What follows belongs to an exercise in optimizing a design on an open flow for small area and a short achievable clock period; a production flow would make more cautious choices. Function was checked by simulation only, so behaviour that the tests miss may differ from the original. Power is estimated from default activity; no workload was simulated.

== alpha ==
// bcdec
module bcdec (
    input  wire         clk,
    input  wire         rst,
    input  wire         in_valid,
    input  wire [511:0] data,
    input  wire [63:0]  bpar,
    input  wire [63:0]  cpar,
    output reg          out_valid,
    output wire [511:0] dout,
    output wire [1:0]   kind,
    output wire [2:0]   loc_word,
    output wire [2:0]   loc_byte,
    output wire [2:0]   loc_bit
);
Size in the first run: ~3100 cells after synthesis, ~31000 um^2 of cells after synthesis.
clock: 12.0 ns
lec_check: 0
cap_margin: 20
core_area: 5 5 515 275
cts_buf_list: sky130_fd_sc_hd__clkbuf_8
cts_cluster_size: 24
die_area: 0 0 520 280
slew_margin: 20
synth_hierarchical: 1
synth_minimum_keep_size: 0
standard.sh (not shown) runs the stock make flow with config.mk's settings and CLKGATE_MAP_FILE= SYNTH_SCRIPT=/design/flow/synth_recipe.tcl, a recipe that flattens the netlist after the stock synthesis.
==> flow/flow/run.sh <==
#!/bin/bash
# The standard layout, with the smallest buffers on the ports in place of
# the default delay-cell buffers. Timing repair aims past the clock period so
# that the layout reaches a shorter period.
set -euo pipefail
export BUFFER_PORTS_ARGS="-buffer_cell sky130_fd_sc_hd__buf_1"
export SETUP_SLACK_MARGIN=7.5
bash standard.sh > standard_make.log 2>&1
For beta, these inputs were changed with respect to alpha:
Settings: DIE_AREA changed from 0 0 520 280 to 0 0 600 130; CORE_AREA changed from 5 5 515 275 to 5 5 595 125.
diff --git a/flow/flow/run.sh b/flow/flow/run.sh
--- a/flow/flow/run.sh
+++ b/flow/flow/run.sh
@@ -3,2 +3,3 @@
-# the default delay-cell buffers. Timing repair aims past the clock period so
-# that the layout reaches a shorter period.
+# the default delay-cell buffers, and the pins on the top and bottom edges only
+# of a wide, low die. Timing repair aims past the clock period so that the
+# layout reaches a shorter period.
@@ -6,0 +8 @@
+export PLACE_PINS_ARGS="-exclude left:* -exclude right:*"
### Flow results
Relative to alpha, count of plain and timing-repair buffers in the layout has gone down in beta.
The count of non-filler cells in the finished layout of beta is lower than that of alpha.
Taking beta over alpha, the wire length ratio works out to 0.865.
In the metrics for beta and alpha, the one carrying the lower utilization after layout is alpha.
alpha → beta: aggregate global-route resource usage saw an increase, clock-buffer cell count saw a decrease, data arrival time of the critical path saw a decrease, combinational cell fraction of total power saw an increase, final-layout worst hold slack saw an increase.
Relative to alpha, the worst slack at placement of beta is lower by 0.17 ns.

* * *

== build 94 ==
bcdec, a different RTL version from the one above (not shown whole).
Size: ~3,200 cells after synthesis, roughly 660 flip-flops, about 31,000 um^2 of cells after synthesis.
// bcdec
module bcdec (
    input  wire         clk,
    input  wire         rst,
    input  wire         in_valid,
    input  wire [511:0] data,
    input  wire [63:0]  bpar,
    input  wire [63:0]  cpar,
    output reg          out_valid,
    output wire [511:0] dout,
    output wire [1:0]   kind,
    output wire [2:0]   loc_word,
    output wire [2:0]   loc_byte,
    output wire [2:0]   loc_bit
);
    wire [63:0] bf, cm;
    genvar gi;
    generate
        for (gi = 0; gi < 64; gi = gi + 1) begin : g_par
            bcdec_par9 u_bf (.x({bpar[gi], data[8*gi +: 8]}), .y(bf[gi]));
            bcdec_par9 u_cm (.x({cpar[gi], data[448+gi], data[384+gi], data[320+gi],
                                 data[256+gi], data[192+gi], data[128+gi], data[64+gi],
                                 data[gi]}), .y(cm[gi]));
        end
    endgenerate
    wire ab, mb, ac, mc;
    bcdec_am64 u_amb (.x(bf), .a(ab), .m(mb));
    bcdec_am64 u_amc (.x(cm), .a(ac), .m(mc));
    wire [7:0] one;
    generate
        for (gi = 0; gi < 8; gi = gi + 1) begin : g_one
            bcdec_nor2 u_one (.a(mb), .b(mc), .y(one[gi]));
        end
    endgenerate
    wire       match;
    wire [2:0] iw, ib, ic;
    bcdec_where u_where (.bf(bf), .cm(cm), .match(match), .iw(iw), .ib(ib), .ic(ic));
    reg [511:0] data_q;
    reg [63:0]  bf_q, cm_q;
    reg         ab_q, mb_q, ac_q, mc_q, match_q;
    reg [7:0]   one_q;
    reg [2:0]   iw_q, ib_q, ic_q;
    always @(posedge clk) begin
        if (rst)
            out_valid <= 1'b0;
        else
            out_valid <= in_valid;
        data_q  <= data;
        bf_q    <= bf;
        cm_q    <= cm;
        ab_q    <= ab;
        mb_q    <= mb;
        ac_q    <= ac;
        mc_q    <= mc;
        match_q <= match;
        one_q   <= one;
        iw_q    <= iw;
        ib_q    <= ib;
        ic_q    <= ic;
    end
    wire [63:0] cmg;
    generate
        for (gi = 0; gi < 64; gi = gi + 1) begin : g_cmg
  ...
export LEC_CHECK = 0
export CAP_MARGIN = 20
export CORE_AREA = 5 5 395 395
export DIE_AREA = 0 0 400 400
export SLEW_MARGIN = 20
export SYNTH_HIERARCHICAL = 1
export SYNTH_MINIMUM_KEEP_SIZE = 0
create_clock -name core_clock -period 12.0 [get_ports {clk}]
==> flow/flow/run.sh <==
#!/bin/bash
# The standard layout, with the smallest buffers on the ports in place of
# the default delay-cell buffers.
set -euo pipefail
export BUFFER_PORTS_ARGS="-buffer_cell sky130_fd_sc_hd__buf_1"
bash standard.sh > standard_make.log 2>&1
What build 26 does differently from build 94 at the input level:
- CTS_CLUSTER_SIZE now 24, previously not set
- CTS_BUF_LIST now sky130_fd_sc_hd__clkbuf_8, previously not set
- CORE_AREA now 5 5 635 155, was 5 5 395 395
- DIE_AREA now 0 0 640 160, was 0 0 400 400
-- flow/flow/run.sh --
<<< build 94, line 3
# the default delay-cell buffers.
>>> build 26, line 3
# the default delay-cell buffers. Timing repair aims past the clock period so
# that the layout reaches a shorter period.
<<< build 94, line 6
>>> build 26, line 7
export SETUP_SLACK_MARGIN=7.5
Build 26 | stages: all done | timing, DRC, antenna: all pass
Diff build 94 -> build 26 | areal power density over the cells | down by a little under 10%
Changes observed in build 26 relative to build 94: share of the clock period used by the worst path after layout shows a reduction of 4.9 points; share of the final layout cell area in sequential cells went up; power in combinational cells level.
Taking build 94 over build 26, the sum of met3 wire segment lengths after detailed routing ratio works out to 0.939.
In build 26 the fraction of area in multi-input gates turned out 2.9 points higher than in build 94.
Via count (build 26 over build 94): increase, 267
Taking build 94 as the reference, in build 26 die area lower, power lower.
Cell area for build 26: 1000 um^2 down relative to build 94
Diff build 26 and build 94: final worst-path setup slack higher in build 26
For build 31, these inputs were changed with respect to build 26:
- CORE_AREA now 5 5 395 395, was 5 5 635 155
- DIE_AREA now 0 0 400 400, was 0 0 640 160
- CTS_CLUSTER_SIZE no longer set, was 24
- CTS_BUF_LIST no longer set, was sky130_fd_sc_hd__clkbuf_8
-- flow/flow/run.sh --
<<< build 26, line 7
export SETUP_SLACK_MARGIN=7.5
>>> build 31, line 7
export SETUP_SLACK_MARGIN=7.6
==> comparison <==
- Min number of non-clock buffers across build 31 and build 26: build 26
- Total number of multi-input combinational cells: build 26 vs build 31, no meaningful difference
- Number of buffers inserted by post-CTS setup repair sits higher in build 31 than in build 26.
- Flip-flop and latch area essentially unchanged between build 26 and build 31.
- In the metrics for build 31 and build 26, the one carrying the higher post-route cell area is build 31.
- Compare build 31 and build 26 | die area higher: build 31
- Between build 31 and build 26, the area added between synthesis and finish is higher for build 31.
- Core utilization: build 31 and build 26 compared, higher one is build 26
- Via count of build 31 is on par with build 26.
For build 76, these inputs were changed with respect to build 31:
- CTS_BUF_LIST: unset -> sky130_fd_sc_hd__clkbuf_8
- CORE_AREA: 5 5 395 395 -> 5 5 635 155
- DIE_AREA: 0 0 400 400 -> 0 0 640 160
- CTS_CLUSTER_SIZE: unset -> 24
-- flow/flow/run.sh --
<<< build 31, line 7
export SETUP_SLACK_MARGIN=7.6
>>> build 76, line 7
export SETUP_SLACK_MARGIN=8.1
Results
Build 76 vs build 31: number of tap cells inserted down by more than a quarter
Compare build 76 and build 31 | clock tree cell share of total cell area higher: build 31
Looking at total half-perimeter wirelength after legalization and detailed placement, build 76 sits about 10% below build 31.
[build 76] global-route wire length before repair fell about 4% relative to build 31
Re switching power total: build 76 is 10% up on build 31.
Compared with build 31, build 76 shows sequential power that has gone up by a little under 10%.
Build 76 against build 31: final area rose 19%, fraction of the yosys area taken by sequential cells about even, final cell count fell 7.8%.
The core outline area of build 76 was superior to that of build 31.
## Diff of input files: build 81 against build 76
==> flow/flow/run.sh <==
#!/bin/bash
# The standard layout, with the smallest buffers on the ports in place of
# the default delay-cell buffers.
set -euo pipefail
export BUFFER_PORTS_ARGS="-buffer_cell sky130_fd_sc_hd__buf_1"
bash standard.sh > standard_make.log 2>&1
Results
- Build 81 | stages: all done | timing, DRC, antenna: all pass
- According to the power report, total power for build 81 is lower than for build 76.
- Master of the slowest instance on the critical path: dfxtp_1 -> build 81, dfxtp_4 -> build 76
- Compared with build 76, in build 81 total number of cells along the worst setup path fell by 1; number of levels in the clock H-tree about even; hold slack rose 0.093 ns.

==> separate check: timing with driven ports <==
The results above use ideal ports. As a check the final layouts listed here were re-extracted and re-timed, cells and wires unchanged. Step 1 (the two cells are an assumption about what drives the block):
set clk [get_ports {clk}]
set_driving_cell -lib_cell sky130_fd_sc_hd__clkbuf_16 $clk
set_driving_cell -lib_cell sky130_fd_sc_hd__buf_2 [delete_from_list [all_inputs] $clk]
Step 2 adds t to the input delays and takes it off the output delays; t is the mean of the earliest and latest rising clock arrival at the registers after step 1. Input paths then give back, and output paths get back, about the clock's delay inside the block. Three values: no drivers, after step 1, after step 2; two values: the first two.
run	t, ns	slack for setup (ns)	slew at the worst register clock pin (ns)
alpha	0.838	7.464 / 7.434 / 6.671	0.07 / 0.07
beta	0.748	7.409 / 7.439 / 6.691	0.09 / 0.09
build 94	0.769	6.869 / 6.786 / 6.296	0.07 / 0.07
build 26	0.756	7.460 / 7.435 / 6.688	0.10 / 0.10
build 31	0.772	7.545 / 7.528 / 6.820	0.07 / 0.07
build 76	0.776	7.518 / 7.477 / 6.935	0.09 / 0.09
build 81	0.750	6.794 / 6.751 / 6.166	0.09 / 0.09
After both steps setup and hold are still met in every run listed. For alpha, which loses most, drivers alone change the setup slack by -0.030 ns; drivers and shift together by -0.793 ns.
